Background: an optimization exercise with open tools, aiming at small area and a short achievable clock period. Do not read the settings as production practice. In this exercise RTL edits were held to simulation tests only and were not proved equivalent to the original. Power figures rest on the tool's default switching activity, not on a simulated workload.

==> flow/design.v (outline; a module is shown in full before it is edited, if it fits) <==
// module windlass_mac: 1101 lines
module windlass_mac (
    input  wire        clk,
    input  wire        rst,
    input  wire        in_valid,
    input  wire        in_last,
    input  wire [31:0] in_a,
    input  wire [31:0] in_s,
    output reg         out_valid,
    output reg  [63:0] out_c
);
  // ...
==> flow/run.sh <==
#!/bin/bash
# synth_recipe.tcl (not shown) runs the flow's synth.tcl, then flattens the netlist and writes it again
# the make line also repeats each setting of config.mk as NAME=value (left out here)
make -C /OpenROAD-flow-scripts/flow DESIGN_CONFIG=/design/flow/config.mk WORK_HOME=/design/flow/orfs CLKGATE_MAP_FILE= SYNTH_SCRIPT=/design/flow/synth_recipe.tcl finish
==> flow/config.mk <==
export PLATFORM = sky130hd
export DESIGN_NAME = windlass_mac
export DESIGN_NICKNAME = windlass_mac
export VERILOG_FILES = /design/flow/design.v
export SDC_FILE = /design/flow/constraint.sdc
export NUM_CORES = 4
export LEC_CHECK = 0
export CAP_MARGIN = 20
export CORE_MARGIN = 2
export CORE_UTILIZATION = 40
export SLEW_MARGIN = 20
==> flow/constraint.sdc <==
create_clock -name core_clock -period 11.0 [get_ports {clk}]
set_input_delay 2.2000 -clock core_clock [delete_from_list [all_inputs] [get_ports {clk}]]
set_output_delay 2.2000 -clock core_clock [all_outputs]
set_load 0.01 [all_outputs]
==> summary.txt, run 1 <==
* Status: complete, no violations
* Reg2reg path depth at 11
* Post-synthesis compound-gate area fraction at 16.69%
* Critical path's largest stage delay at 950 ps
* Worst vdd ir at 0.0001262 V
* Non-clock buffer share at 5.247%
* Syn nets at 4099
* Row cnt at 103
* Total Routing Usage GR at 25.32%
* Initial core utilization at 40.57%
* Post-synth EDFFs at 0
* Full die area at 82670 um2
* Sequential cell area at 5542 um2
* Share of layout cells above drive strength 1 at 5.716%
* Largest net degree at the start of global routing at 65
* Vias at 24750
* Chip width at 287.5 um
* Met3 Track Usage GR at 7.353%
* R2R Path Start: a_r[22]
* Cells after synthesis at 3435
* Crit-path slowest cell: dfxtp_2
* Crit path kind: flip-flop to flip-flop
* Final period demand of the worst path at 4755 ps
* Setup_tns at 0 ps
* Core area at 79260 um2
* Signal buffers at 204
* Vias in the first global route at 25730
* Layout Utilization at 44.77%
* Post-route cell area at 35480 um2
* Synth Area in XOR/XNOR at 16.40%
* HPWL after DPL at 69290 um
* Post-route insts no fill at 4446
* Comb power at 0.00620 W
* WL met2 at 44000 um
* Routing usage on met2 at 37.00%
* Dpl cells at 4382
==> inputs of run 2 (changes only) <==
--- a/flow/design.v
+++ b/flow/design.v
@@ -106,24 +106,17 @@
     wire t705, t706, t707, t708, t709, t710, t711, t712, t713, t714, t715, t716, t717, t718, t719, t720;
     wire t721, t722, t723, t724, t725, t726, t727, t728, t729, t730, t731, t732, t733, t734, t735, t736;
     wire t737, t738, t739, t740, t741, t742, t743, t744, t745, t746, t747, t748, t749, t750, t751, t752;
     wire t753, t754, t755, t756, t757, t758, t759, t760, t761, t762, t763, t764, t765, t766, t767, t768;
     wire t769, t770, t771, t772, t773, t774, t775, t776, t777, t778, t779, t780, t781, t782, t783, t784;
     wire t785, t786, t787, t788, t789, t790, t791, t792, t793, t794, t795, t796, t797, t798, t799, t800;
     wire t801, t802, t803, t804, t805, t806, t807, t808, t809, t810, t811, t812, t813, t814, t815, t816;
     wire t817, t818, t819, t820, t821, t822, t823, t824, t825, t826, t827, t828, t829, t830, t831, t832;
-    wire t833, t834, t835, t836, t837, t838, t839, t840, t841, t842, t843, t844, t845, t846, t847, t848;
-    wire t849, t850, t851, t852, t853, t854, t855, t856, t857, t858, t859, t860, t861, t862, t863, t864;
-    wire t865, t866, t867, t868, t869, t870, t871, t872, t873, t874, t875, t876, t877, t878, t879, t880;
-    wire t881, t882, t883, t884, t885, t886, t887, t888, t889, t890, t891, t892, t893, t894, t895, t896;
-    wire t897, t898, t899, t900, t901, t902, t903, t904, t905, t906, t907, t908, t909, t910, t911, t912;
-    wire t913, t914, t915, t916, t917, t918, t919, t920, t921, t922, t923, t924, t925, t926, t927, t928;
-    wire t929, t930, t931, t932, t933, t934, t935, t936, t937, t938, t939, t940, t941, t942, t943, t944;
-    wire t945, t946, t947, t948, t949, t950, t951, t952, t953, t954, t955, t956, t957, t958, t959, t960;
+    wire t833, t834, t835, t836, t837, t838, t839, t840;
     assign t1 = pp0[24] ^ pp1[22];
     assign t2 = pp0[24] & pp1[22];
     assign t3 = pp0[25] ^ pp1[23];
     assign t4 = pp0[25] & pp1[23];
     assign t5 = pp0[26] ^ pp1[24] ^ pp2[22];
     assign t6 = (pp0[26] & pp1[24]) | (pp0[26] & pp2[22]) | (pp1[24] & pp2[22]);
     assign t7 = pp3[20] ^ pp4[18];
     assign t8 = pp3[20] & pp4[18];
@@ -954,148 +947,33 @@
     assign t833 = t722 ^ t724 ^ t725;
     assign t834 = (t722 & t724) | (t722 & t725) | (t724 & t725);
     assign t835 = t726 ^ t727 ^ pp15[27];
     assign t836 = (t726 & t727) | (t726 & pp15[27]) | (t727 & pp15[27]);
     assign t837 = t728 ^ ~pp13[32] ^ pp14[30];
     assign t838 = (t728 & ~pp13[32]) | (t728 & pp14[30]) | (~pp13[32] & pp14[30]);
     assign t839 = pp14[31] ^ pp15[29];
     assign t840 = pp14[31] & pp15[29];
-    assign t841 = pp0[2] ^ pp1[0];
-    assign t842 = pp0[2] & pp1[0];
-    assign t843 = pp0[3] ^ pp1[1];
-    assign t844 = pp0[3] & pp1[1];
-    assign t845 = t729 ^ pp2[0] ^ ng_r[2];
-    assign t846 = (t729 & pp2[0]) | (t729 & ng_r[2]) | (pp2[0] & ng_r[2]);
-    assign t847 = t730 ^ t731 ^ pp2[1];
-    assign t848 = (t730 & t731) | (t730 & pp2[1]) | (t731 & pp2[1]);
-    assign t849 = t732 ^ t733 ^ ng_r[3];
-    assign t850 = (t732 & t733) | (t732 & ng_r[3]) | (t733 & ng_r[3]);
-    assign t851 = t734 ^ t735 ^ pp3[1];
-    assign t852 = (t734 & t735) | (t734 & pp3[1]) | (t735 & pp3[1]);
-    assign t853 = t736 ^ t737 ^ ng_r[4];
-    assign t854 = (t736 & t737) | (t736 & ng_r[4]) | (t737 & ng_r[4]);
-    assign t855 = t738 ^ t739 ^ t539;
-    assign t856 = (t738 & t739) | (t738 & t539) | (t739 & t539);
-    assign t857 = t740 ^ t741 ^ t543;
-    assign t858 = (t740 & t741) | (t740 & t543) | (t741 & t543);
-    assign t859 = t742 ^ t743 ^ t547;
-    assign t860 = (t742 & t743) | (t742 & t547) | (t743 & t547);
-    assign t861 = t744 ^ t745 ^ t551;
-    assign t862 = (t744 & t745) | (t744 & t551) | (t745 & t551);
-    assign t863 = t746 ^ t747 ^ t555;
-    assign t864 = (t746 & t747) | (t746 & t555) | (t747 & t555);
-    assign t865 = t748 ^ t749 ^ t559;
-    assign t866 = (t748 & t749) | (t748 & t559) | (t749 & t559);
-    assign t867 = t750 ^ t751 ^ t563;
-    assign t868 = (t750 & t751) | (t750 & t563) | (t751 & t563);
-    assign t869 = t752 ^ t753 ^ t567;
-    assign t870 = (t752 & t753) | (t752 & t567) | (t753 & t567);
-    assign t871 = t754 ^ t755 ^ t571;
-    assign t872 = (t754 & t755) | (t754 & t571) | (t755 & t571);
-    assign t873 = t756 ^ t757 ^ t575;
-    assign t874 = (t756 & t757) | (t756 & t575) | (t757 & t575);
-    assign t875 = t758 ^ t759 ^ t579;
-    assign t876 = (t758 & t759) | (t758 & t579) | (t759 & t579);
-    assign t877 = t760 ^ t761 ^ t583;
-    assign t878 = (t760 & t761) | (t760 & t583) | (t761 & t583);
-    assign t879 = t762 ^ t763 ^ t587;
-    assign t880 = (t762 & t763) | (t762 & t587) | (t763 & t587);
-    assign t881 = t764 ^ t765 ^ t591;
-    assign t882 = (t764 & t765) | (t764 & t591) | (t765 & t591);
-    assign t883 = t766 ^ t767 ^ t595;
-    assign t884 = (t766 & t767) | (t766 & t595) | (t767 & t595);
-    assign t885 = t768 ^ t769 ^ t599;
-    assign t886 = (t768 & t769) | (t768 & t599) | (t769 & t599);
-    assign t887 = t770 ^ t771 ^ t603;
-    assign t888 = (t770 & t771) | (t770 & t603) | (t771 & t603);
-    assign t889 = t772 ^ t773 ^ t607;
-    assign t890 = (t772 & t773) | (t772 & t607) | (t773 & t607);
-    assign t891 = t774 ^ t775 ^ t611;
-    assign t892 = (t774 & t775) | (t774 & t611) | (t775 & t611);
-    assign t893 = t776 ^ t777 ^ t615;
-    assign t894 = (t776 & t777) | (t776 & t615) | (t777 & t615);
-    assign t895 = t778 ^ t779 ^ t619;
-    assign t896 = (t778 & t779) | (t778 & t619) | (t779 & t619);
-    assign t897 = t780 ^ t781 ^ t623;
-    assign t898 = (t780 & t781) | (t780 & t623) | (t781 & t623);
-    assign t899 = t782 ^ t783 ^ t627;
-    assign t900 = (t782 & t783) | (t782 & t627) | (t783 & t627);
-    assign t901 = t784 ^ t785 ^ t631;
-    assign t902 = (t784 & t785) | (t784 & t631) | (t785 & t631);
-    assign t903 = t786 ^ t787 ^ t635;
-    assign t904 = (t786 & t787) | (t786 & t635) | (t787 & t635);
-    assign t905 = t788 ^ t789 ^ t639;
-    assign t906 = (t788 & t789) | (t788 & t639) | (t789 & t639);
-    assign t907 = t790 ^ t791 ^ t643;
-    assign t908 = (t790 & t791) | (t790 & t643) | (t791 & t643);
-    assign t909 = t792 ^ t793 ^ t647;
-    assign t910 = (t792 & t793) | (t792 & t647) | (t793 & t647);
-    assign t911 = t794 ^ t795 ^ t651;
-    assign t912 = (t794 & t795) | (t794 & t651) | (t795 & t651);
-    assign t913 = t796 ^ t797 ^ t655;
-    assign t914 = (t796 & t797) | (t796 & t655) | (t797 & t655);
-    assign t915 = t798 ^ t799 ^ t659;
-    assign t916 = (t798 & t799) | (t798 & t659) | (t799 & t659);
-    assign t917 = t800 ^ t801 ^ t663;
-    assign t918 = (t800 & t801) | (t800 & t663) | (t801 & t663);
-    assign t919 = t802 ^ t803 ^ t667;
-    assign t920 = (t802 & t803) | (t802 & t667) | (t803 & t667);
-    assign t921 = t804 ^ t805 ^ t671;
-    assign t922 = (t804 & t805) | (t804 & t671) | (t805 & t671);
-    assign t923 = t806 ^ t807 ^ t675;
-    assign t924 = (t806 & t807) | (t806 & t675) | (t807 & t675);
-    assign t925 = t808 ^ t809 ^ t679;
-    assign t926 = (t808 & t809) | (t808 & t679) | (t809 & t679);
-    assign t927 = t810 ^ t811 ^ t683;
-    assign t928 = (t810 & t811) | (t810 & t683) | (t811 & t683);
-    assign t929 = t812 ^ t813 ^ t687;
-    assign t930 = (t812 & t813) | (t812 & t687) | (t813 & t687);
-    assign t931 = t814 ^ t815 ^ t691;
-    assign t932 = (t814 & t815) | (t814 & t691) | (t815 & t691);
-    assign t933 = t816 ^ t817 ^ t695;
-    assign t934 = (t816 & t817) | (t816 & t695) | (t817 & t695);
-    assign t935 = t818 ^ t819 ^ t699;
-    assign t936 = (t818 & t819) | (t818 & t699) | (t819 & t699);
-    assign t937 = t820 ^ t821 ^ t703;
-    assign t938 = (t820 & t821) | (t820 & t703) | (t821 & t703);
-    assign t939 = t822 ^ t823 ^ t707;
-    assign t940 = (t822 & t823) | (t822 & t707) | (t823 & t707);
-    assign t941 = t824 ^ t825 ^ t711;
-    assign t942 = (t824 & t825) | (t824 & t711) | (t825 & t711);
-    assign t943 = t826 ^ t827 ^ t715;
-    assign t944 = (t826 & t827) | (t826 & t715) | (t827 & t715);
-    assign t945 = t828 ^ t829 ^ t719;
-    assign t946 = (t828 & t829) | (t828 & t719) | (t829 & t719);
-    assign t947 = t830 ^ t831 ^ t723;
-    assign t948 = (t830 & t831) | (t830 & t723) | (t831 & t723);
-    assign t949 = t832 ^ t833 ^ pp15[26];
-    assign t950 = (t832 & t833) | (t832 & pp15[26]) | (t833 & pp15[26]);
-    assign t951 = t834 ^ t835 ^ 1'b1;
-    assign t952 = (t834 & t835) | (t834 & 1'b1) | (t835 & 1'b1);
-    assign t953 = t836 ^ t837 ^ pp15[28];
-    assign t954 = (t836 & t837) | (t836 & pp15[28]) | (t837 & pp15[28]);
-    assign t955 = t838 ^ t839 ^ 1'b1;
-    assign t956 = (t838 & t839) | (t838 & 1'b1) | (t839 & 1'b1);
-    assign t957 = t840 ^ ~pp14[32] ^ pp15[30];
-    assign t958 = (t840 & ~pp14[32]) | (t840 & pp15[30]) | (~pp14[32] & pp15[30]);
-    assign t959 = pp15[31] ^ 1'b1;
-    assign t960 = pp15[31] & 1'b1;
     reg  [63:0] r0;
     reg  [63:0] r1;
+    reg  [63:0] r2;
     reg         l1;
     always @(posedge clk) begin
         l1 <= l0 & ~rst;
-        r0 <= {1'b1, t960, t958, t956, t954, t952, t950, t948, t946, t944, t942, t940, t938, t936, t934, t932, t930, t928, t926, t924, t922, t920, t918, t916, t914, t912, t910, t908, t906, t904, t902, t900, t898, t896, t894, t892, t890, t888, t886, t884, t882, t880, t878, t876, t874, t872, t870, t868, t866, t864, t862, t860, t858, t856, t854, t852, t850, t848, t846, t844, t842, t841, pp0[1], pp0[0]};
-        r1 <= {1'b0, ~pp15[32], t959, t957, t955, t953, t951, t949, t947, t945, t943, t941, t939, t937, t935, t933, t931, t929, t927, t925, t923, t921, t919, t917, t915, t913, t911, t909, t907, t905, t903, t901, t899, t897, t895, t893, t891, t889, t887, t885, t883, t881, t879, t877, t875, t873, t871, t869, t867, t865, t863, t861, t859, t857, t855, t853, t851, t849, t847, t845, t843, ng_r[1], 1'b0, ng_r[0]};
+        r0 <= {1'b1, ~pp15[32], pp15[31], t840, t838, t836, t834, t832, t830, t828, t826, t824, t822, t820, t818, t816, t814, t812, t810, t808, t806, t804, t802, t800, t798, t796, t794, t792, t790, t788, t786, t784, t782, t780, t778, t776, t774, t772, t770, t768, t766, t764, t762, t760, t758, t756, t754, t752, t750, t748, t746, t744, t742, t740, t738, t736, t734, t732, t730, t729, pp0[3], pp0[2], pp0[1], pp0[0]};
+        r1 <= {1'b0, 1'b0, 1'b1, ~pp14[32], t839, t837, t835, t833, t831, t829, t827, t825, t823, t821, t819, t817, t815, t813, t811, t809, t807, t805, t803, t801, t799, t797, t795, t793, t791, t789, t787, t785, t783, t781, t779, t777, t775, t773, t771, t769, t767, t765, t763, t761, t759, t757, t755, t753, t751, t749, t747, t745, t743, t741, t739, t737, t735, t733, t731, pp2[0], pp1[1], pp1[0], 1'b0, ng_r[0]};
+        r2 <= {1'b0, 1'b0, 1'b0, pp15[30], 1'b1, pp15[28], 1'b1, pp15[26], t723, t719, t715, t711, t707, t703, t699, t695, t691, t687, t683, t679, t675, t671, t667, t663, t659, t655, t651, t647, t643, t639, t635, t631, t627, t623, t619, t615, t611, t607, t603, t599, t595, t591, t587, t583, t579, t575, t571, t567, t563, t559, t555, t551, t547, t543, t539, ng_r[4], pp3[1], ng_r[3], pp2[1], ng_r[2], 1'b0, ng_r[1], 1'b0, 1'b0};
     end
     reg         clr, rst_d;
     wire [63:0] accg = out_c & {64{~clr}};
-    wire [63:0] u0 = accg ^ r0 ^ r1;
-    wire [63:0] u1 = (accg & r0) | (accg & r1) | (r0 & r1);
+    wire [63:0] v0 = r0 ^ r1 ^ r2;
+    wire [63:0] v1 = (r0 & r1) | (r0 & r2) | (r1 & r2);
+    wire [63:0] w1 = {v1[62:0], 1'b0};
+    wire [63:0] u0 = accg ^ v0 ^ w1;
+    wire [63:0] u1 = (accg & v0) | (accg & w1) | (v0 & w1);
     wire [63:0] nxt = u0 + {u1[62:0], 1'b0};
     always @(posedge clk) begin
         out_c     <= nxt;
         out_valid <= l1 & ~rst;
         rst_d     <= rst;
         clr       <= l1 | rst | rst_d;   
     end
 endmodule
==> run 2 against run 1 <==
Effect of this change:
- sequential cell count increased by 54
- cell area rose by 4.0%
- synthesized cell count up 2.9%
- via count rose by 2.2%
- core utilization shrank 0.46 points
- critical path type unchanged
- combinational power rose by 26%
- critical path depth up 4
- largest cell class unchanged
- setup slack worse by 96 ps
- count of clock-buffer cells in the layout increased by 11
- still clean
==> summary.txt, run 2 <==
* Mapped cell area at 33460 um2 (was 32150 um2)
* Lkg Pwr at 15.65 nW (was 14.63 nW)
* Synth-to-Final Area Change at 10.29% (was 10.35%)
* HPWL after DPL at 68870 um (was 69290 um)
* DRC Markers at 0 (unchanged)
* CTS tree: yes (unchanged)
* Reg2reg path depth at 15 (was 11)
* Post-synth EDFFs at 0 (unchanged)
* WP data arrival at 5370 ps (was 5180 ps)
* Yosys cell types at 65 (unchanged)
* Routed WL per cell at 22.87 um (was 23.42 um)
* Setup Buffers After CTS at 0 (unchanged)
* Row cnt at 106 (was 103)
* Clock skew at 27.49 ps (was 19.38 ps)
* Largest net degree at the start of global routing at 65 (unchanged)
* Core area at 83290 um2 (was 79260 um2)
* Routability Congestion at 0.8875 (was 0.8754)
* Cts hold-fix bufs at 0 (unchanged)
* Syn nets at 4200 (was 4099)
* Combinational fraction of design power at 70.1% (was 67.6%)
* Post-cts sizing count at 0 (unchanged)
* Syn avg cell area at 9.468 um2 (was 9.361 um2)
* Final setup fails at 0 (unchanged)
* CTS buffer count at 41 (was 35)
* Vias in the first global route at 27050 (was 25730)
* Synth area leader: fa_1 (unchanged)
* Final period demand of the worst path at 4851 ps (was 4755 ps)
* Pint at 0.005658 W (was 0.004675 W)
* Dominant synthesized flop cell: dfxtp_1 (unchanged)
* Worst vdd ir at 0.0002007 V (was 0.0001262 V)
* Layout net count at 4131 (was 4033)
* Clk buf depth at 3 (unchanged)
* Global-route wire length before repair at 162300 um (was 159700 um)
* Clock root buffer: clkbuf_16 (unchanged)
* Worst slew pin tran at 1081 ps (was 1003 ps)
* Reg-to-reg endpoint: out_c[60] (was r1[27])
* Slew Limit Fails at 0 (unchanged)
* Synth top area cells: fa_1 (29%), dfxtp_1 (20%), a22oi_1 (11%) (was fa_1 (30%), dfxtp_1 (17%), a22oi_1 (12%))
* Crit path to: out_c[60] (was r1[27])
* Post-synth top cells: inv_1 (642), a22oi_1 (496), fa_1 (479), dfxtp_1 (328) (was inv_1 (563), a22oi_1 (496), fa_1 (478), xnor2_1 (313), xor2_1 (289))
* Vias at 25280 (was 24750)
* Final hold violation count at 0 (unchanged)
* Largest register FFs at 64 (unchanged)
* Synth Warn # at 1 (unchanged)
* Peak Freq at 206.1 MHz (was 210.3 MHz)
* R2r setup slk at 6150 ps (was 6250 ps)
* Seq/Total Area, Yosys at 19.62% (was 17.06%)
* Most frequent cells in the layout: inv_1 (642), a22oi_1 (496), fa_1 (479) (was inv_1 (563), a22oi_1 (496), fa_1 (478))
* Reg power frac at 17.4% (was 18.8%)
* Vias per inst at 5.520 (was 5.566)
* H-tree levels at 2 (unchanged)
* I/O pin total at 133 (unchanged)
* DIE HEIGHT at 293.2 um (was 287.5 um)
* # port buffers at 132 (unchanged)
* Status: complete, no violations (unchanged)
* Post-synth top area share at 28.66% (was 29.76%)
* Initial core utilization at 40.17% (was 40.57%)
* Clk pwr share at 12.6% (was 13.7%)
* Pre-Repair DR Iteration Count at 6 (unchanged)
* DR iter-0 viols at 2602 (was 2680)
* R2R Path Start: clr (was a_r[22])
* Synth Register Bits at 328 (was 274)
* Initial antenna violation count at 8 (was 10)
* Biggest regs: out_c (64), r0 (63), r1 (60) (was out_c (64), r0 (63), r1 (62))
* Overall power at 0.01114 W (was 0.009178 W)
* Total wire length at 104700 um (was 104100 um)
* PD cells at 301.9 nW/um2 (was 258.7 nW/um2)
* CP required at 11520 ps (was 11430 ps)
* RSZ-0062 raised after global routing: no (unchanged)
* Slew Limit Headroom at 27.82% (was 33.15%)
* Async set or reset register ratio after synthesis at 0% (unchanged)
* Full die area at 85980 um2 (was 82670 um2)
* Startpoint Class: flip-flop (unchanged)
* Cells after synthesis at 3534 (was 3435)
* CTS sink cnt at 328 (was 274)
* Chip width at 293.2 um (was 287.5 um)
* Total Routing Usage GR at 24.57% (was 25.32%)
* Worst min path class: flip-flop to flip-flop (unchanged)
* Tcrit/Tclk final at 44.10% (was 43.23%)
* Clock Latency Late Sink at 590 ps (was 570 ps)
* Largest Register: out_c (unchanged)
* CP Capture Type: flip-flop (unchanged)
* Crit-path max FO at 64 (was 32)
* Remaining antenna violation count after routing at 0 (unchanged)
* Max-Cap Viols at 0 (unchanged)
* Setup_tns at 0 ps (unchanged)
* Most numerous cell in the Yosys netlist: inv_1 (unchanged)
* Commonest non-fill, non-tap cell in the layout: inv_1 (unchanged)
* Clock-pin slew on the worst setup and hold paths at 60 ps (about the same)
* Crit path kind: flip-flop to flip-flop (unchanged)
* Crit. Startpoint: clr (was a_r[22])
* Total congestion overflow at 0 (unchanged)
* Sw Ratio at 49.23% (was 49.06%)
* Switch Pwr at 0.005485 W (was 0.004503 W)
* Share of layout cells above drive strength 1 at 6.407% (was 5.716%)
[run 2: area by class of cell]
| class | count | area, um2 |
|---|---|---|
| tap | 1080 | 1351 |
| fill | 8051 | 46390 |
| timing repair buffer | 189 | 1749 |
| multi-input combinational | 2263 | 23330 |
| antenna | 4 | 10.01 |
| sequential | 328 | 6646 |
| clock inverter | 20 | 234.0 |
| clock buffer | 54 | 1177 |
| inverter | 642 | 2410 |
[run 2: metal layers]
layer	GRT usage [%]	routed length [um]
met4	10.19	4080
met3	7.345	11410
met5	0	48
met1	31.05	41790
met2	39.20	47410
[run 2: power groups by stage]
stage / Combinational [W] / Sequential [W] / Clock, W
6_report: 0.00781 / 0.00194 / 0.00140
5_1_grt: 0.00880 / 0.00198 / 0.00149
4_1_cts: 0.00780 / 0.00195 / 0.00144
3_5_place_dp: 0.00778 / 0.00197 / 0
3_3_place_gp: 0.00769 / 0.00197 / 0
2_1_floorplan: 0.00556 / 0.00188 / 0
[run 2: worst min path at each step]
stage | end | from | depth (start not counted)
after detailed placement | clr | rst_d | 1
after CTS | clr | rst_d | 1
after global placement | clr | rst_d | 1
after global routing | clr | rst_d | 1
after floorplan | r1[0] | ng_r[0] | 0
final | clr | rst_d | 1
[run 2: through the flow]
step	cells	cell area [um2]	hold WS (ps)	setup slack (ps)	util (%)
floorplan	3534	33460	329.0	7187	-
global placement	4502	35480	390.3	6137	42.60
detailed placement	4502	35480	396.0	6088	42.60
CTS	4576	36890	410.8	6068	44.30
global route	4579	36900	435.6	5848	44.31
finish	4580	36900	405.8	6149	44.31
[run 2: kinds of logic (layout without fill, tap and decap cells)]
group	count (synthesis)	in the layout	synth area share, %
simple gates	313	313	4.801
compound gates	742	742	15.79
xor+xnor	604	604	15.81
flops	328	328	19.62
mux	6	6	0.1944
fa+ha+maj	598	598	33.11
other cells	0	4	0
buf+inv	943	905	10.67
[run 2: worst max-delay path, stage by stage, from the launching register on]
cell and delay [ps]:
dfxtp_2 310, buf_4 580, nand2b_1 210, fa_1 410, inv_1 70, ha_1 290
o21ai_0 190, nor2_1 110, o211ai_1 670, a21oi_1 320, o31ai_1 540, buf_4 210
a21oi_1 240, a31o_2 350, a21oi_1 170, xnor2_1 130

-- port drivers added, routing unchanged --
No port has a modelled driver above. Below, the same layouts with a new extraction and two added sets of constraints.
Step 1 sets driving cells, clkbuf_16 on the clock port and buf_2 on the other inputs (assumed; they add their load-dependent delay and slew).
Step 2 times the ports against the registers' clock, not the clock port: input delays grow and output delays shrink by t, the midpoint of the rising clock arrivals with the driver on.
Three values: ideal ports, drivers, drivers and shift; two values: the first two.
| run | t, ns | setup slack, ns | worst setup path at the end | slew at the worst register clock pin (ns) | worst slew at a driven data input, ns |
|---|---|---|---|---|---|
| run 1 | 0.623 | 6.245 / 6.245 / 6.245 | register to register | 0.07 / 0.07 | 0.08 |
| run 2 | 0.640 | 6.149 / 6.149 / 6.149 | register to register | 0.06 / 0.06 | 0.09 |
After both steps setup and hold are still met in every run listed.
